This design comes from an exercise in tuning for small area, a short achievable clock period and few clock cycles per item on the open sky130 flow, not from production work. Function was checked by simulation only, so behaviour that the tests miss may differ from the original.

<file path="flow/run.sh">
#!/bin/bash
# Standard layout; port buffers taken as buf_4, and timing repair aimed at
# a setup slack of 8.75 ns (the design runs well below the 12 ns clock).
export BUFFER_PORTS_ARGS="-buffer_cell sky130_fd_sc_hd__buf_4"
export SETUP_SLACK_MARGIN=8.75
bash standard.sh > standard.log 2>&1
</file>
<file path="standard.sh">
#!/bin/bash
# synth_recipe.tcl (not shown) runs the flow's synth.tcl, then flattens the netlist and writes it again
# the make line also repeats each setting of config.mk as NAME=value (left out here)
make -C /OpenROAD-flow-scripts/flow DESIGN_CONFIG=/design/flow/config.mk WORK_HOME=/design/flow/orfs CLKGATE_MAP_FILE= SYNTH_SCRIPT=/design/flow/synth_recipe.tcl "${@:-finish}"
</file>
<file path="config.mk">
export PLATFORM = sky130hd
export DESIGN_NAME = rs_col_decoder
export DESIGN_NICKNAME = rs_col_decoder
export VERILOG_FILES = /design/flow/design.v
export SDC_FILE = /design/flow/constraint.sdc
export NUM_CORES = 8
export LEC_CHECK = 0
export CAP_MARGIN = 20
export CORE_MARGIN = 2
export CORE_UTILIZATION = 70
export CTS_CLUSTER_DIAMETER = 60
export CTS_CLUSTER_SIZE = 30
export SLEW_MARGIN = 20
</file>
<file path="constraint.sdc">
create_clock -name core_clock -period 12.0 [get_ports {clk}]
set_input_delay 2.4000 -clock core_clock [delete_from_list [all_inputs] [get_ports {clk}]]
set_output_delay 2.4000 -clock core_clock [all_outputs]
set_load 0.01 [all_outputs]
</file>
<file path="design.v">
module rs_gf_mul (
    input  wire [7:0] a,
    input  wire [7:0] b,
    output wire [7:0] p
);
    reg [14:0] t;
    integer i;
    always @* begin
        t = 15'd0;
        for (i = 0; i < 8; i = i + 1)
            if (b[i]) t = t ^ ({7'd0, a} << i);
        for (i = 14; i >= 8; i = i - 1)
            if (t[i]) t = t ^ (15'h011d << (i - 8));
    end
    assign p = t[7:0];
endmodule
module rs_gf_inv (
    input  wire [7:0] a,
    output reg  [7:0] inv
);
    always @* begin
        case (a)
      8'h00: inv = 8'h00;
      8'h01: inv = 8'h01;
      8'h02: inv = 8'h8e;
      8'h03: inv = 8'hf4;
      8'h04: inv = 8'h47;
      8'h05: inv = 8'ha7;
      8'h06: inv = 8'h7a;
      8'h07: inv = 8'hba;
      8'h08: inv = 8'had;
      8'h09: inv = 8'h9d;
      8'h0a: inv = 8'hdd;
      8'h0b: inv = 8'h98;
      8'h0c: inv = 8'h3d;
      8'h0d: inv = 8'haa;
      8'h0e: inv = 8'h5d;
      8'h0f: inv = 8'h96;
      8'h10: inv = 8'hd8;
      8'h11: inv = 8'h72;
      8'h12: inv = 8'hc0;
      8'h13: inv = 8'h58;
      8'h14: inv = 8'he0;
      8'h15: inv = 8'h3e;
      8'h16: inv = 8'h4c;
      8'h17: inv = 8'h66;
      8'h18: inv = 8'h90;
      8'h19: inv = 8'hde;
      8'h1a: inv = 8'h55;
      8'h1b: inv = 8'h80;
      8'h1c: inv = 8'ha0;
      8'h1d: inv = 8'h83;
      8'h1e: inv = 8'h4b;
      8'h1f: inv = 8'h2a;
      8'h20: inv = 8'h6c;
      8'h21: inv = 8'hed;
      8'h22: inv = 8'h39;
      8'h23: inv = 8'h51;
      8'h24: inv = 8'h60;
      8'h25: inv = 8'h56;
      8'h26: inv = 8'h2c;
      8'h27: inv = 8'h8a;
      8'h28: inv = 8'h70;
      8'h29: inv = 8'hd0;
      8'h2a: inv = 8'h1f;
      8'h2b: inv = 8'h4a;
      8'h2c: inv = 8'h26;
      8'h2d: inv = 8'h8b;
      8'h2e: inv = 8'h33;
      8'h2f: inv = 8'h6e;
      8'h30: inv = 8'h48;
      8'h31: inv = 8'h89;
      8'h32: inv = 8'h6f;
      8'h33: inv = 8'h2e;
      8'h34: inv = 8'ha4;
      8'h35: inv = 8'hc3;
      8'h36: inv = 8'h40;
      8'h37: inv = 8'h5e;
      8'h38: inv = 8'h50;
      8'h39: inv = 8'h22;
      8'h3a: inv = 8'hcf;
      8'h3b: inv = 8'ha9;
      8'h3c: inv = 8'hab;
      8'h3d: inv = 8'h0c;
      8'h3e: inv = 8'h15;
      8'h3f: inv = 8'he1;
      8'h40: inv = 8'h36;
      8'h41: inv = 8'h5f;
      8'h42: inv = 8'hf8;
      8'h43: inv = 8'hd5;
      8'h44: inv = 8'h92;
      8'h45: inv = 8'h4e;
      8'h46: inv = 8'ha6;
      8'h47: inv = 8'h04;
      8'h48: inv = 8'h30;
      8'h49: inv = 8'h88;
      8'h4a: inv = 8'h2b;
      8'h4b: inv = 8'h1e;
      8'h4c: inv = 8'h16;
      8'h4d: inv = 8'h67;
      8'h4e: inv = 8'h45;
      8'h4f: inv = 8'h93;
      8'h50: inv = 8'h38;
      8'h51: inv = 8'h23;
      8'h52: inv = 8'h68;
      8'h53: inv = 8'h8c;
      8'h54: inv = 8'h81;
      8'h55: inv = 8'h1a;
      8'h56: inv = 8'h25;
      8'h57: inv = 8'h61;
      8'h58: inv = 8'h13;
      8'h59: inv = 8'hc1;
      8'h5a: inv = 8'hcb;
      8'h5b: inv = 8'h63;
      8'h5c: inv = 8'h97;
      8'h5d: inv = 8'h0e;
      8'h5e: inv = 8'h37;
      8'h5f: inv = 8'h41;
      8'h60: inv = 8'h24;
      8'h61: inv = 8'h57;
      8'h62: inv = 8'hca;
      8'h63: inv = 8'h5b;
      8'h64: inv = 8'hb9;
      8'h65: inv = 8'hc4;
      8'h66: inv = 8'h17;
      8'h67: inv = 8'h4d;
      8'h68: inv = 8'h52;
      8'h69: inv = 8'h8d;
      8'h6a: inv = 8'hef;
      8'h6b: inv = 8'hb3;
      8'h6c: inv = 8'h20;
      8'h6d: inv = 8'hec;
      8'h6e: inv = 8'h2f;
      8'h6f: inv = 8'h32;
      8'h70: inv = 8'h28;
      8'h71: inv = 8'hd1;
      8'h72: inv = 8'h11;
      8'h73: inv = 8'hd9;
      8'h74: inv = 8'he9;
      8'h75: inv = 8'hfb;
      8'h76: inv = 8'hda;
      8'h77: inv = 8'h79;
      8'h78: inv = 8'hdb;
      8'h79: inv = 8'h77;
      8'h7a: inv = 8'h06;
      8'h7b: inv = 8'hbb;
      8'h7c: inv = 8'h84;
      8'h7d: inv = 8'hcd;
      8'h7e: inv = 8'hfe;
      8'h7f: inv = 8'hfc;
      8'h80: inv = 8'h1b;
      8'h81: inv = 8'h54;
      8'h82: inv = 8'ha1;
      8'h83: inv = 8'h1d;
      8'h84: inv = 8'h7c;
      8'h85: inv = 8'hcc;
      8'h86: inv = 8'he4;
      8'h87: inv = 8'hb0;
      8'h88: inv = 8'h49;
      8'h89: inv = 8'h31;
      8'h8a: inv = 8'h27;
      8'h8b: inv = 8'h2d;
      8'h8c: inv = 8'h53;
      8'h8d: inv = 8'h69;
      8'h8e: inv = 8'h02;
      8'h8f: inv = 8'hf5;
      8'h90: inv = 8'h18;
      8'h91: inv = 8'hdf;
      8'h92: inv = 8'h44;
      8'h93: inv = 8'h4f;
      8'h94: inv = 8'h9b;
      8'h95: inv = 8'hbc;
      8'h96: inv = 8'h0f;
      8'h97: inv = 8'h5c;
      8'h98: inv = 8'h0b;
      8'h99: inv = 8'hdc;
      8'h9a: inv = 8'hbd;
      8'h9b: inv = 8'h94;
      8'h9c: inv = 8'hac;
      8'h9d: inv = 8'h09;
      8'h9e: inv = 8'hc7;
      8'h9f: inv = 8'ha2;
      8'ha0: inv = 8'h1c;
      8'ha1: inv = 8'h82;
      8'ha2: inv = 8'h9f;
      8'ha3: inv = 8'hc6;
      8'ha4: inv = 8'h34;
      8'ha5: inv = 8'hc2;
      8'ha6: inv = 8'h46;
      8'ha7: inv = 8'h05;
      8'ha8: inv = 8'hce;
      8'ha9: inv = 8'h3b;
      8'haa: inv = 8'h0d;
      8'hab: inv = 8'h3c;
      8'hac: inv = 8'h9c;
      8'had: inv = 8'h08;
      8'hae: inv = 8'hbe;
      8'haf: inv = 8'hb7;
      8'hb0: inv = 8'h87;
      8'hb1: inv = 8'he5;
      8'hb2: inv = 8'hee;
      8'hb3: inv = 8'h6b;
      8'hb4: inv = 8'heb;
      8'hb5: inv = 8'hf2;
      8'hb6: inv = 8'hbf;
      8'hb7: inv = 8'haf;
      8'hb8: inv = 8'hc5;
      8'hb9: inv = 8'h64;
      8'hba: inv = 8'h07;
      8'hbb: inv = 8'h7b;
      8'hbc: inv = 8'h95;
      8'hbd: inv = 8'h9a;
      8'hbe: inv = 8'hae;
      8'hbf: inv = 8'hb6;
      8'hc0: inv = 8'h12;
      8'hc1: inv = 8'h59;
      8'hc2: inv = 8'ha5;
      8'hc3: inv = 8'h35;
      8'hc4: inv = 8'h65;
      8'hc5: inv = 8'hb8;
      8'hc6: inv = 8'ha3;
      8'hc7: inv = 8'h9e;
      8'hc8: inv = 8'hd2;
      8'hc9: inv = 8'hf7;
      8'hca: inv = 8'h62;
      8'hcb: inv = 8'h5a;
      8'hcc: inv = 8'h85;
      8'hcd: inv = 8'h7d;
      8'hce: inv = 8'ha8;
      8'hcf: inv = 8'h3a;
      8'hd0: inv = 8'h29;
      8'hd1: inv = 8'h71;
      8'hd2: inv = 8'hc8;
      8'hd3: inv = 8'hf6;
      8'hd4: inv = 8'hf9;
      8'hd5: inv = 8'h43;
      8'hd6: inv = 8'hd7;
      8'hd7: inv = 8'hd6;
      8'hd8: inv = 8'h10;
      8'hd9: inv = 8'h73;
      8'hda: inv = 8'h76;
      8'hdb: inv = 8'h78;
      8'hdc: inv = 8'h99;
      8'hdd: inv = 8'h0a;
      8'hde: inv = 8'h19;
      8'hdf: inv = 8'h91;
      8'he0: inv = 8'h14;
      8'he1: inv = 8'h3f;
      8'he2: inv = 8'he6;
      8'he3: inv = 8'hf0;
      8'he4: inv = 8'h86;
      8'he5: inv = 8'hb1;
      8'he6: inv = 8'he2;
      8'he7: inv = 8'hf1;
      8'he8: inv = 8'hfa;
      8'he9: inv = 8'h74;
      8'hea: inv = 8'hf3;
      8'heb: inv = 8'hb4;
      8'hec: inv = 8'h6d;
      8'hed: inv = 8'h21;
      8'hee: inv = 8'hb2;
      8'hef: inv = 8'h6a;
      8'hf0: inv = 8'he3;
      8'hf1: inv = 8'he7;
      8'hf2: inv = 8'hb5;
      8'hf3: inv = 8'hea;
      8'hf4: inv = 8'h03;
      8'hf5: inv = 8'h8f;
      8'hf6: inv = 8'hd3;
      8'hf7: inv = 8'hc9;
      8'hf8: inv = 8'h42;
      8'hf9: inv = 8'hd4;
      8'hfa: inv = 8'he8;
      8'hfb: inv = 8'h75;
      8'hfc: inv = 8'h7f;
      8'hfd: inv = 8'hff;
      8'hfe: inv = 8'h7e;
      8'hff: inv = 8'hfd;
            default: inv = 8'h00;
        endcase
    end
endmodule
module rs_col_decoder (
    input  wire       clk,
    input  wire       rst,
    input  wire       in_valid,
    output wire       in_ready,
    input  wire [7:0] in_data,
    input  wire       in_erase,
    output reg        corr_valid,
    output reg  [7:0] corr_pos,
    output reg  [7:0] corr_val,
    output reg        res_valid,
    output reg        res_fail
);
    localparam integer M  = 7;      
    localparam integer N  = 35;     
    localparam integer D  = 34;     
    localparam [33*8-1:0] POWJ = {8'h9d, 8'hc0, 8'h60, 8'h30, 8'h18, 8'h0c, 8'h06, 8'h03, 8'h8f, 8'hc9, 8'hea, 8'h75, 8'hb4, 8'h5a, 8'h2d, 8'h98, 8'h4c, 8'h26, 8'h13, 8'h87, 8'hcd, 8'he8, 8'h74, 8'h3a, 8'h1d, 8'h80, 8'h40, 8'h20, 8'h10, 8'h08, 8'h04, 8'h02, 8'h01};
    localparam [7:0] ALPHA_247 = 8'h83;    
    localparam [7:0] ALPHA_INV = 8'h8e;    
    function [7:0] xa1(input [7:0] v);
        xa1 = {v[6:0], 1'b0} ^ (v[7] ? 8'h1d : 8'h00);
    endfunction
    function [63:0] mat(input [7:0] v);
        reg [7:0] t;
        integer q;
        begin
            t = v;
            for (q = 0; q < 8; q = q + 1) begin
                mat[8*q +: 8] = t;
                t = xa1(t);
            end
        end
    endfunction
    function [7:0] mmul(input [63:0] m, input [7:0] x);
        integer q;
        begin
            mmul = 8'd0;
            for (q = 0; q < 8; q = q + 1)
                mmul = mmul ^ (m[8*q +: 8] & {8{x[q]}});
        end
    endfunction
    integer i;
    genvar g;
    reg        rdy;
    reg  [7:0] cnt_a;       
    reg  [7:0] xa;          
    reg  [5:0] ecnt_a;      
    reg        v1;          
    reg  [7:0] d1;
    reg  [7:0] x1;
    reg        first1, last1;
    reg        pk1;         
    assign in_ready = rdy;
    wire       accept = in_valid & rdy;
    wire       lastpos = (cnt_a == 8'd247);
    wire [7:0] xa_next;
    rs_gf_mul u_xa (.a(xa), .b(ALPHA_INV), .p(xa_next));
    reg  [7:0] s1 [0:31];
    reg        s2_idle;
    wire       proc1 = v1 & (~last1 | s2_idle);
    wire       hand  = proc1 & last1;
    wire [7:0] s1_mul [0:31];
    generate
        for (g = 0; g < 32; g = g + 1) begin : g_syn
            rs_gf_mul u_mul (.a(s1[g]), .b(POWJ[8*g +: 8]), .p(s1_mul[g]));
        end
    endgenerate
    reg  [7:0] fq [0:D-1];
    reg  [5:0] occ, occm1;
    wire [7:0] fq_old = fq[occm1];
    wire       push   = proc1 & pk1;
    wire       pop;
    wire [5:0] occ_next = occ + {5'd0, push} - {5'd0, pop};
    localparam [2:0] K_IDLE = 3'd0, K_START = 3'd1, K_START2 = 3'd2, K_LOAD = 3'd3, K_BM = 3'd4,
                     K_OM = 3'd5, K_DONE = 3'd6;
    reg  [2:0] kst;
    reg  [4:0] ph;           
    reg  [4:0] it;           
    reg        itl;          
    reg  [5:0] f2;           
    reg  [5:0] f2e;          
    reg  [5:0] L2;
    reg  signed [6:0] k2;
    reg  [63:0] gm, dm;      
    reg  [7:0]  dv;          
    reg  [7:0]  gsrc, dsrc;  
    reg         gld, dld;    
    reg  [7:0] dnx;          
    reg  [7:0] xn;           
    reg        ers, chg, ersn, chgn;
    reg        m_ld, m_bm, m_om, m_dn;
    reg        k_d1, k_s0, k_t0;            
    reg        k_ok, tuse;
    reg  [6:0] zln;          
    reg  [4:0] zch;          
    reg  [6:0] la, lb;       
    reg  [4:0] ca, cb;       
    reg  [7:0] capa, capb;   
    reg  [7:0] cs1, cs2;     
    reg  [8*N-1:0] dr, tr, sr;    
    wire   ph0  = ph[0];
    wire   ph4  = ph[4];
    wire   zhit = |(zch & ph);
    wire [7:0] dn_l [0:M-1];
    wire [7:0] dnew [0:M-1];
    wire [7:0] tnew [0:M-1];
    wire [7:0] snew [0:M-1];
    generate
        for (g = 0; g < M; g = g + 1) begin : g_lane
            wire [7:0] rd0 = dr[8*g +: 8];
            wire [7:0] rd1 = dr[8*(g+1) +: 8];
            wire [7:0] rt0 = tr[8*g +: 8];
            wire [7:0] rs0 = sr[8*g +: 8];
            wire [7:0] rs1 = sr[8*(g+1) +: 8];
            wire [7:0] tm1, tm2;
            if (g == 0) begin : g_c0
                assign tm1 = cs1;
                assign tm2 = cs2;
            end else if (g == 1) begin : g_c1
                assign tm1 = sr[8*(g-1) +: 8];
                assign tm2 = cs1;
            end else begin : g_cn
                assign tm1 = sr[8*(g-1) +: 8];
                assign tm2 = sr[8*(g-2) +: 8];
            end
            wire       m31 = (g == 3) ? ph4 : 1'b0;
            wire [7:0] opa = m_om ? rs0 : rd1;
            wire [7:0] opb = m_om ? tm1 : rt0;
            wire [7:0] dn  = mmul(gm, opa) ^ mmul(dm, opb);
            assign dn_l[g] = dn;
            wire       z   = zhit & zln[g];
            wire [7:0] tkp = ({8{k_d1}} & rd1) | ({8{k_s0 & ~m31}} & rs0) | ({8{k_t0}} & rt0);
            assign tnew[g] = ({8{~z | k_ok}} & tkp) ^ ({8{tuse & (~z | k_ok)}} & dn);
            if (g == 5) begin : g_pad
                assign dnew[g] = m_bm ? (ph4 ? 8'd0 : dn) : (m_ld ? rs0 : rd0);
            end else begin : g_npad
                assign dnew[g] = m_bm ? dn : (m_ld ? rs0 : rd0);
            end
            assign snew[g] = m_om ? tm2 : rs0;
        end
    endgenerate
    wire [7:0] ha, hb;
    reg  [7:0] ha_r, hb_r;
    always @* begin
        ha_r = 8'd0;
        hb_r = 8'd0;
        for (i = 0; i < M; i = i + 1) begin
            ha_r = ha_r | ({8{la[i]}} & dr[8*i +: 8]);
            hb_r = hb_r | ({8{lb[i]}} & dr[8*i +: 8]);
        end
    end
    assign ha = ha_r;
    assign hb = hb_r;
    always @* begin
        gld  = 1'b0;
        dld  = 1'b0;
        gsrc = capa;
        dsrc = capb;
        case (kst)
        K_START2: begin
            gld  = 1'b1;
            dld  = 1'b1;
            gsrc = 8'h01;
            dsrc = (f2e != 6'd0) ? xn : s1[0];
        end
        K_BM: if (ph4) begin
            gld  = itl || (!ers && chg);
            dld  = 1'b1;
            gsrc = itl ? capa : dv;
            dsrc = itl ? capb : (ersn ? xn : dnx);
        end
        K_OM: if (ph4) begin
            gld  = 1'b1;
            dld  = 1'b1;
            gsrc = ca[4] ? ha : capa;
            dsrc = cb[4] ? hb : capb;
        end
        default: ;
        endcase
    end
    assign pop = ((kst == K_START) && (f2e != 6'd0)) ||
                 (m_bm && ph4 && !itl && ersn);
    wire kge_n = ers ? 1'b1 : (chg ? 1'b0 : (k2 >= -7'sd1));
    reg  [7:0] lc [0:32];      
    reg  [7:0] wc [0:31];      
    reg        act3, pl3;
    reg  [7:0] pos3;       
    reg  [5:0] cnt3;
    reg        over3, bad3;
    wire       s3_ready = ~act3 | pl3;
    wire       load3    = m_dn && ph0 && s3_ready;
    wire [7:0] lc_step [0:32];
    wire [7:0] wc_step [0:31];
    generate
        for (g = 0; g < 33; g = g + 1) begin : g_chl
            rs_gf_mul u_ms (.a(lc[g]), .b(POWJ[8*g +: 8]), .p(lc_step[g]));
        end
        for (g = 0; g < 32; g = g + 1) begin : g_cho
            rs_gf_mul u_ms (.a(wc[g]), .b(POWJ[8*(g+1) +: 8]), .p(wc_step[g]));
        end
    endgenerate
    reg [7:0] lam_sum, lam_odd, om_sum;
    always @* begin
        lam_sum = 8'd0;
        lam_odd = 8'd0;
        om_sum  = 8'd0;
        for (i = 0; i < 33; i = i + 1) begin
            lam_sum = lam_sum ^ lc[i];
            if (i % 2 == 1) lam_odd = lam_odd ^ lc[i];
        end
        for (i = 0; i < 32; i = i + 1) om_sum = om_sum ^ wc[i];
    end
    wire root  = act3 && (lam_sum == 8'd0);
    wire fin3  = act3 && pl3;
    wire fail3 = bad3 | over3 | (root ? (cnt3 != 6'd1) : (cnt3 != 6'd0));
    reg        p1v, p2v;
    reg  [7:0] p1odd, p1om, p2inv, p2om;
    reg        ld1, ld2, ld3;  
    reg        r1v, r1f, r2v, r2f;
    wire [7:0] odd_inv;
    wire [7:0] err_val;
    rs_gf_inv u_inv (.a(p1odd), .inv(odd_inv));
    rs_gf_mul u_forney (.a(p2om), .b(p2inv), .p(err_val));
    always @(posedge clk) begin
        dr <= {dnew[6], dnew[5], dnew[4], dnew[3], dnew[2], dnew[1], dnew[0], dr[8*N-1:8*M]};
        tr <= {tnew[6], tnew[5], tnew[4], tnew[3], tnew[2], tnew[1], tnew[0], tr[8*N-1:8*M]};
        if (kst == K_START2) begin
            for (i = 0; i < N; i = i + 1)
                sr[8*i +: 8] <= (i < 32) ? s1[i] : ((i == 32) ? 8'h01 : 8'h00);
        end else begin
            sr <= {snew[6], snew[5], snew[4], snew[3], snew[2], snew[1], snew[0], sr[8*N-1:8*M]};
        end
        cs1 <= ph4 ? 8'd0 : sr[8*(M-1) +: 8];
        cs2 <= ph4 ? 8'd0 : sr[8*(M-2) +: 8];
        if (proc1) begin
            for (i = 0; i < 32; i = i + 1)
                s1[i] <= (first1 ? 8'd0 : s1_mul[i]) ^ d1;
        end
        if (push) begin
            fq[0] <= x1;
            for (i = 1; i < D; i = i + 1) fq[i] <= fq[i-1];
        end
        if (accept) begin
            d1     <= in_data;
            x1     <= xa;
            first1 <= (cnt_a == 8'd0);
            last1  <= lastpos;
            pk1    <= in_erase && ((cnt_a == 8'd0) || (ecnt_a < 6'd32));
        end
        if (hand) begin
            f2  <= ecnt_a;
            f2e <= (ecnt_a > 6'd32) ? 6'd32 : ecnt_a;
        end
        if (gld) gm <= mat(gsrc);
        if (dld) begin
            dm <= mat(dsrc);
            dv <= dsrc;
        end
        if (kst == K_START) xn <= fq_old;
        if (m_bm && ph[3] && ersn) xn <= fq_old;    
        if (m_bm && ph0) dnx <= dn_l[0];
        if (m_bm && ph[1]) chgn <= (dnx != 8'd0) && kge_n;
        if (m_bm && ph0) ersn <= ({1'b0, it} + 6'd1 < f2e);
        if (m_bm && ph0) begin
            capa <= dn_l[0];
            capb <= dn_l[1];
        end else if (m_om) begin
            if (|(ca & ph)) capa <= ha;
            if (|(cb & ph)) capb <= hb;
        end
        case (kst)
        K_START2: begin
            k2   <= 7'sd0;
            L2   <= f2e;
            ers  <= (f2e != 6'd0);
            chg  <= (f2e == 6'd0) && (s1[0] != 8'd0);
            ersn <= (f2e > 6'd1);
            zln  <= 7'b0000100;          
            zch  <= 5'b10000;
        end
        K_BM: if (ph4) begin
            if (!ers) begin
                if (chg) begin
                    k2 <= -k2 - 7'sd1;
                    L2 <= {1'b0, it} + 6'd1 + f2e - L2;
                end else begin
                    k2 <= k2 + 7'sd1;
                end
            end
            ers <= ersn;
            chg <= chgn;
            if (itl) begin
                la <= 7'b0000100;        
                ca <= 5'b00001;
                lb <= 7'b0001000;        
                cb <= 5'b00001;
            end
            if (zln[0]) begin
                zln <= 7'b1000000;
                zch <= {1'b0, zch[4:1]};
            end else begin
                zln <= {1'b0, zln[6:1]};
            end
        end
        K_OM: if (ph4) begin
            la <= {la[4:0], la[6:5]};
            if (la[5] || la[6]) ca <= {ca[3:0], 1'b0};
            lb <= {lb[4:0], lb[6:5]};
            if (lb[5] || lb[6]) cb <= {cb[3:0], 1'b0};
        end
        default: ;
        endcase
        if (load3) begin
            for (i = 0; i < 33; i = i + 1) lc[i] <= dr[8*(32-i) +: 8];
            for (i = 0; i < 32; i = i + 1) wc[i] <= tr[8*(31-i) +: 8];
            cnt3  <= L2;
            over3 <= 1'b0;
            bad3  <= (f2 > 6'd32) || ({L2, 1'b0} > {1'b0, f2} + 7'd32);
        end else begin
            for (i = 0; i < 33; i = i + 1) lc[i] <= lc_step[i];
            for (i = 0; i < 32; i = i + 1) wc[i] <= wc_step[i];
            if (root) begin
                cnt3 <= cnt3 - 6'd1;
                if (cnt3 == 6'd0) over3 <= 1'b1;
            end
        end
        p1odd <= lam_odd;
        p1om  <= om_sum;
        p2inv <= odd_inv;
        p2om  <= p1om;
        corr_pos <= ld3 ? 8'd247 : corr_pos - 8'd1;
        ld1 <= load3;
        ld2 <= ld1;
        ld3 <= ld2;
        corr_val <= err_val;
        r1f <= fail3;
        r2f <= r1f;
        res_fail <= r2f;
        if (rst) begin
            rdy     <= 1'b1;
            cnt_a   <= 8'd0;
            xa      <= ALPHA_247;
            ecnt_a  <= 6'd0;
            v1      <= 1'b0;
            occ     <= 6'd0;
            occm1   <= 6'd63;
            kst     <= K_IDLE;
            s2_idle <= 1'b1;
            m_ld    <= 1'b0;
            m_bm    <= 1'b0;
            m_om    <= 1'b0;
            m_dn    <= 1'b0;
            ph      <= 5'b00001;
            it      <= 5'd0;
            act3    <= 1'b0;
            p1v     <= 1'b0;
            p2v     <= 1'b0;
            r1v     <= 1'b0;
            r2v     <= 1'b0;
            corr_valid <= 1'b0;
            res_valid  <= 1'b0;
        end else begin
            if (accept) begin
                cnt_a  <= lastpos ? 8'd0 : cnt_a + 8'd1;
                xa     <= lastpos ? ALPHA_247 : xa_next;
                ecnt_a <= (cnt_a == 8'd0) ? {5'd0, in_erase} :
                          (in_erase && ecnt_a != 6'd33) ? ecnt_a + 6'd1 : ecnt_a;
            end
            if (accept) v1 <= 1'b1;
            else if (proc1) v1 <= 1'b0;
            rdy <= ~((accept && lastpos) || (v1 && last1 && !proc1)) &&
                   (occ_next <= D - 2);
            occ   <= occ_next;
            occm1 <= occ_next - 6'd1;
            ph <= {ph[3:0], ph[4]};
            case (kst)
            K_IDLE: if (hand) begin
                kst     <= K_START;
                s2_idle <= 1'b0;
            end
            K_START: kst <= K_START2;
            K_START2: begin
                kst  <= K_LOAD;
                m_ld <= 1'b1;
                ph   <= 5'b00001;
                it   <= 5'd0;
                itl  <= 1'b0;
                k_d1 <= 1'b0;
                k_s0 <= 1'b1;
                k_t0 <= 1'b0;
                k_ok <= 1'b1;
                tuse <= 1'b0;
            end
            K_LOAD: if (ph4) begin
                kst  <= K_BM;
                m_ld <= 1'b0;
                m_bm <= 1'b1;
                k_d1 <= !ers && chg;
                k_s0 <= 1'b0;
                k_t0 <= !ers && !chg;
                k_ok <= 1'b0;
                tuse <= ers;
            end
            K_BM: if (ph4) begin
                it  <= it + 5'd1;
                itl <= (it == 5'd30);
                if (itl) begin
                    kst  <= K_OM;
                    m_bm <= 1'b0;
                    m_om <= 1'b1;
                    it   <= 5'd0;
                    k_d1 <= 1'b0; k_t0 <= 1'b0;
                    k_ok <= 1'b1;
                    tuse <= 1'b1;
                end else begin
                    k_d1 <= !ersn && chgn;
                    k_t0 <= !ersn && !chgn;
                    tuse <= ersn;
                end
            end
            K_OM: if (ph4) begin
                it  <= it + 5'd1;
                itl <= (it == 5'd14);
                k_t0 <= 1'b1;
                if (itl) begin
                    kst  <= K_DONE;
                    m_om <= 1'b0;
                    m_dn <= 1'b1;
                    tuse <= 1'b0;
                end
            end
            K_DONE: if (load3) begin
                kst     <= K_IDLE;
                s2_idle <= 1'b1;
                m_dn    <= 1'b0;
            end
            default: kst <= K_IDLE;
            endcase
            if (load3) begin
                act3 <= 1'b1;
                pos3 <= 8'd0;
                pl3  <= 1'b0;
            end else if (act3) begin
                pos3 <= pos3 + 8'd1;
                pl3  <= (pos3 == 8'd246);
                if (pl3) act3 <= 1'b0;
            end
            p1v <= root;
            p2v <= p1v && (p1om != 8'd0) && (p1odd != 8'd0);
            corr_valid <= p2v;
            r1v <= fin3;
            r2v <= r1v;
            res_valid <= r2v;
        end
    end
endmodule
</file>
==> results of run 1 <==
## logic make-up (layout without fill, tap and decap cells)
group / count (synthesis) / count (layout) / synth area share
AND/OR/NAND/NOR: 3487 / 3489 / 0.133
XOR/XNOR: 2990 / 2990 / 0.248
flip-flops: 2216 / 2216 / 0.490
AO/OA/AOI/OAI: 1209 / 1209 / 0.0733
buffers and inverters: 664 / 509 / 0.0239
multiplexers: 252 / 252 / 0.0257
adder cells (fa/ha/maj): 57 / 57 / 0.00714
other: 0 / 34 / 0
## sequential cells by signal, summed over array words and instances, names as in the netlist, 29 cells and up
signal and flops:
dm 29, dr 280, fq 272, gm 29
lc 264, s1 256, sr 280, tr 280
wc 256
## metal layers
| metal | track usage | wire (µm) |
|---|---|---|
| met1 | 0.552 | 127000 |
| met2 | 0.648 | 150000 |
| met3 | 0.132 | 44500 |
| met4 | 0.300 | 28800 |
| met5 | 0.00154 | 137 |
## worst reg2reg max path: cells and delay by family (launching register included)
kind | cells | cell delay, ns
xor+xnor | 4 | 1.13
flops | 1 | 0.65
mux | 1 | 0.51
buf+inv | 1 | 0.41
compound gates | 2 | 0.29
simple gates | 1 | 0.14
## cell type report
cell class	count	area (µm²)
Fill cell	10000	36600
Inverter	91	367
Clock inverter	97	1410
Timing Repair Buffer	176	1680
Tap cell	2016	2520
Clock buffer	145	3450
Sequential cell	2216	52100
Antenna cell	34	85.1
Multi-Input combinational cell	7997	52100
## worst min-delay path by stage
stage / start / to
floorplan: dr[264] / dr[208]
global placement: dr[276] / dr[220]
detailed placement: tr[258] / tr[202]
CTS: ld1 / ld2
global route: tr[268] / tr[212]
finish: tr[268] / tr[212]
## per-stage QoR
stage,area [µm²],hold slack (ns),cells
2_1_floorplan,106000,0.310,10900
4_1_cts,113000,0.322,12700
6_report,114000,0.326,12800
5_1_grt,114000,0.326,12700
3_3_place_gp,108000,0.311,12500
3_5_place_dp,108000,0.313,12500
## synth_stat cells (all sizes together) (6+ instances only)
cell type / n
nand2: 2257
xnor2: 2081
dfxtp: 1452
xor2: 902
edfxtp: 764
nor2: 759
clkbuf: 461
o21ai: 364
a21oi: 335
mux2: 137
nand3: 113
buf: 112
mux2i: 112
a22oi: 91
inv: 89
a222oi: 88
nor3: 79
nand2b: 76
nor2b: 58
ha: 51
a21o: 49
and2: 48
a221oi: 46
a22o: 40
o31ai: 36
a211oi: 35
o21a: 26
nand4: 23
nand3b: 20
and3: 19
o311ai: 15
a31oi: 14
o211ai: 13
nor4: 10
a311oi: 9
xnor3: 7
a21boi: 6
fa: 6
or2: 6
or3: 6
## repair_timing
| action | in CTS | in global routing |
|---|---|---|
| cloned | 3 | 2 |
| endpoints found under the hold margin | 0 | 0 |
| pin swaps | 0 | 3 |
| resized for setup | 77 | 49 |
| buffers inserted | 11 | 16 |
| setup endpoints to repair | 736 | 245 |
| hold buffers | 0 | 0 |
==> results.txt, run 1 <==
critical path depth=1; DRT antenna net count=0; initial antenna violation count=29; Mapped Nets=10900; CP Class=reg -> out; clock sinks=2216; Arr. time, crit path=about 1.3 ns; Area contributors post-synth=dfxtp_1 (27%), edfxtp_1 (22%), xnor2_1 (17%); post-synth top area share=0.274; Max Cap Viol=0; register area share after synthesis=0.490; Clk Latency, worst-skew pair=0.84 ns; Hold Crit Class=reg -> reg; skew final=approximately 0.052 ns; most common cell after layout, fill and taps aside=nand2_1; wire per inst=27.4 µm; io pins=32; first-pass GRT wire length=505000 µm; Routed WL=350000 µm; pre-CTS setup slack=around 8 ns; reg2reg start=m_om; async set-reset flop share out of synthesis=0; CP required=9.60 ns; number of synthesized flops with an enable pin=~760; syn avg cell area=9.77 µm²; Critical Path Start=corr_pos[0]; vias in the first global route=approximately 77000; cell taking the most area after synthesis=dfxtp_1; CTS buffer count=131; Startpoint Class=flop; r2r endpoint=tr[266]; RSZ-0062 raised after global routing=yes; Hold Path Depth=0; Detailed Routing Iterations Pass 1=13; r2r setup slk=roughly 8.7 ns; period utilization=0.309; Tmin final=3.70 ns; I/O Buffers=31; Worst Path Buf+Inv=1; Core Rows=approximately 140; vias per cell=6.30; critical path's largest stage delay=0.36 ns; Net count, final=10700; HPWL Detailed=~240000 µm; outcome=timing/DRC/antenna clean; slowest stage cell, crit path=dfxtp_4; Worst Path Max Fanout=2; via count=80500; Setup Viol. Count Final=0; synthesis-stage register bit count=2216; share of layout cells above drive strength 1=0.0644; worst rel slew slack=0.113; commonest non-fill, non-tap cells in the layout=nand2_1 (2253), xnor2_1 (2056), dfxtp_1 (1419), xor2_1 (900), edfxtp_1 (764); Layout area overhead=7.05%; DRC=0; Post-Syn Instances=10900; Slew Viols, Final=0; delay-heaviest family, CP=flip-flops; Starting DRT DRC Count=between 10000 and 15000; fmax=0.270 GHz; grt total ovfl=0; largest net degree at the start of global routing=~230; Util after Layout=0.757; Post-Synthesis Cell Area=around 0.11 mm²; Slew @ Worst Pin=1.33 ns; synth unique cells=between 70 and 80; Post-synth top flop=dfxtp_1; CORE AREA=0.150 mm²; Setup TNS=0 ns; Die Ht=a little under 400 µm; Worst-path clk slew=0.10 ns; clk root buf=clkbuf_16; DIE WIDTH=394 µm; CP Capture Type=output port; Starting Density=0.707; synth warn=11; CTS Buffer Depth=3; CP Capture Point=corr_pos[0]; # H-tree levels=4; CTS tree=done; worst reg-to-reg path cell count=9; CP Cell Sequence=buf_6; Final WS setup=8.30 ns; DIE AREA=roughly 0.15 mm²; gp weighted congestion=1.10; global-route usage over all layers=0.438; endpoints failing hold=0
Testbench counts, summed over its fixed seeds: cycles 203,247, columns 800.
==> inputs of run 2 (changes only) <==
==> flow/run.sh (replaced) <==
#!/bin/bash
# Standard layout; port buffers taken as buf_4, and timing repair aimed at
# a setup slack of 8.4 ns (the design runs well below the 12 ns clock).
export BUFFER_PORTS_ARGS="-buffer_cell sky130_fd_sc_hd__buf_4"
export SETUP_SLACK_MARGIN=8.4
bash standard.sh > standard.log 2>&1
==> results.txt, run 2 <==
outcome=timing/DRC/antenna clean; largest net degree at the start of global routing=225 (-2.6%); Slew @ Worst Pin=1.30 ns (-0.0294 ns); Die Ht=394 µm (unchanged); Synth Area in XOR/XNOR=0.248 (unchanged); CP Cell Sequence=buf_6; Post-Synthesis Cell Area=0.106 mm² (unchanged); slowest stage cell, crit path=dfxtp_4; r2r setup slk=8.43 ns (-0.27 ns); Layout area overhead=6.46%; simple-gate share of the synthesized area=0.133 (unchanged); CORE AREA=0.150 mm² (unchanged); Setup Viol. Count Final=0 (unchanged); syn avg cell area=9.77 µm² (unchanged); Starting DRT DRC Count=12400 (+0.58%); vias per cell=6.31 (+0.16%); CP required=9.60 ns (about the same); top-count cell post-synth=nand2_1; # H-tree levels=3 (-1); commonest non-fill, non-tap cells in the layout=nand2_1 (2257), xnor2_1 (2076), dfxtp_1 (1424), xor2_1 (901), edfxtp_1 (764); worst rel slew slack=0.133 (+0.0196); Startpoint Class=flop; Post-synth top flop=dfxtp_1; Net count, final=10700 (-0.019%); area share of fa/ha/maj cells after synthesis=0.00714 (unchanged); Routed WL=351000 µm (+0.28%); first-pass GRT wire length=508000 µm (+0.62%); r2r endpoint=dr[243]; initial antenna violation count=31 (+6.9%); DIE AREA=0.155 mm² (unchanged); Area contributors post-synth=dfxtp_1 (27%), edfxtp_1 (22%), xnor2_1 (17%); gp weighted congestion=1.07 (-2.5%); CTS buffer count=121 (-7.6%); clk root buf=clkbuf_16; Synth Area in Compound Gates=0.0733 (unchanged); vias in the first global route=77200 (+0.49%); Slew Viols, Final=0 (unchanged); period utilization=0.309 (+0.000839); DRC=0 (unchanged); critical path depth=1 (unchanged); global-route usage over all layers=0.439 (+0.000765); DIE WIDTH=394 µm (unchanged); Post-Syn Instances=10900 (unchanged); grt total ovfl=0 (unchanged); Worst Path Max Fanout=5 (+3); number of synthesized flops with an enable pin=764 (unchanged); clock sinks=2216 (unchanged); Tmin final=3.71 ns (+0.0101 ns); fmax=0.269 GHz (-0.27%); Hold Crit Class=reg -> reg; io pins=32 (unchanged); wire per inst=27.5 µm (+0.31%); register area share after synthesis=0.490 (unchanged); synth unique cells=79 (unchanged); async set-reset flop share out of synthesis=0 (unchanged); delay-heaviest family, CP=flip-flops; largest family of logic cells by synthesized area=XOR/XNOR gates; Commonest cells post-synth=nand2_1 (2257), xnor2_1 (2078), dfxtp_1 (1452); Setup TNS=0 ns (unchanged); hold-fix buffers at CTS=0 (unchanged); Min Hold Slack=0.325 ns (-0.00129 ns); CTS Buffer Depth=3 (unchanged); Clk Latency, worst-skew pair=0.83 ns (about the same); Worst Path Buf+Inv=1 (unchanged); most common cell after layout, fill and taps aside=nand2_1; mux cell area share after synthesis=0.0257 (unchanged); RSZ-0062 raised after global routing=yes; synthesis-stage register bit count=2216 (unchanged); skew final=0.0708 ns (+0.0191 ns); Worst-path clk slew=0.10 ns (about the same); Max Cap Viol=0 (unchanged); critical path's largest stage delay=0.37 ns (about the same); biggest regs=dr (280), sr (280), tr (280); Critical Path Start=corr_pos[4]; CP Capture Point=corr_pos[4]; Arr. time, crit path=1.31 ns (about the same); endpoints failing hold=0 (unchanged); Starting Density=0.707 (unchanged); post-synth top area share=0.274 (unchanged); CTS tree=done; worst reg-to-reg path cell count=9 (unchanged); share of layout cells above drive strength 1=0.0596 (-0.00473); via count=80600 (+0.13%); HPWL Detailed=238000 µm (-0.12%); synth warn=11 (unchanged); CP Capture Type=output port; reg2reg start=m_om; cell taking the most area after synthesis=dfxtp_1; Core Rows=142 (unchanged); I/O Buffers=31 (unchanged); CP Class=reg -> out; Detailed Routing Iterations Pass 1=17 (+4); Mapped Nets=10900 (unchanged); DRT antenna net count=0 (unchanged)
## run 2: cell count changes in the layout (fill, tap and decap cells not counted), sizes merged, moves of 3 or more
cell	change
inv	-7
clkinv	+10
bufinv	-3
clkbuf	-17
clkinvlp	+6
buf	+9
## run 2: kinds of logic (layout without fill, tap and decap cells)
group / Yosys count / in the layout
AO/OA/AOI/OAI: 1209 / 1209
buffers and inverters: 664 / 506
other: 0 / 34
XOR/XNOR: 2990 / 2990
flip-flops: 2216 / 2216
multiplexers: 252 / 252
AND/OR/NAND/NOR: 3487 / 3488
adder cells (fa/ha/maj): 57 / 57
## run 2: worst min-delay path by stage
stage,from,to,slack (ns),cells past startpoint
floorplan,dr[264],dr[208],0.31,0
global placement,dr[276],dr[220],0.31,0
detailed placement,dr[276],dr[220],0.31,0
CTS,tr[272],tr[216],0.33,0
global route,tr[274],tr[218],0.33,0
finish,tr[272],tr[216],0.32,0
## run 2: cell type report
type / count / area [µm²]
multi-input combinational: 7996 / 51900
antenna: 34 / 85.1
timing repair inverter: 2 / 13.8
fill: 10200 / 37200
clock inverter: 101 / 1490
inverter: 91 / 362
sequential: 2216 / 52100
tap: 2016 / 2520
timing repair buffer: 183 / 1600
clock buffer: 129 / 3100
## run 2: metrics by stage
step | utilization | std cells | cell area [µm²] | worst slack (ns)
2_1_floorplan | - | 10900 | 106000 | 5.78
3_3_place_gp | 0.718 | 12500 | 108000 | 7.92
3_5_place_dp | 0.719 | 12500 | 108000 | 7.80
4_1_cts | 0.751 | 12700 | 113000 | 8.25
5_1_grt | 0.752 | 12700 | 113000 | 8.27
6_report | 0.752 | 12800 | 113000 | 8.29
## run 2: per-layer routing
metal | routed length (µm) | up-vias | GRT usage
met5 | 161 | - | 0
met4 | 27200 | 22 | 0.278
met3 | 44800 | 1448 | 0.128
met2 | 150000 | 5582 | 0.654
met1 | 128000 | 38400 | 0.561
li1 | - | 35200 | -
## run 2: timing repair
| item | CTS | global route |
|---|---|---|
| pin swaps | 1 | 0 |
| gates resized for setup | 51 | 11 |
| setup endpoints to repair | 348 | 376 |
| gates cloned | 1 | 3 |
| buffers inserted | 8 | 3 |

-- port drivers added, routing unchanged --
The flow's constraints put no driver on any port. The routed layouts listed below were extracted and timed again, unchanged, in two steps. Step 1, drivers: a clkbuf_16 drives clk and a buf_2 each remaining input, both assumed. Step 2, shift: input delay + t, output delay - t, t = (earliest + latest rising clock arrival at the registers) / 2. This alone moves slack from input paths to output paths. a / b / c = no drivers / after step 1 / after step 2; a / b = the first two.
run	t, ns	setup WS [ns]	worst setup path after step 2	latest minus earliest clock arrival (ns)
run 1	0.914	8.296 / 8.202 / 8.178	input to register	0.059 / 0.059
run 2	0.888	8.286 / 8.195 / 7.902	input to register	0.079 / 0.080
After both steps every run listed still meets setup and hold. For run 2, which loses most, drivers alone change the setup slack by -0.091 ns; drivers and shift together by -0.384 ns.
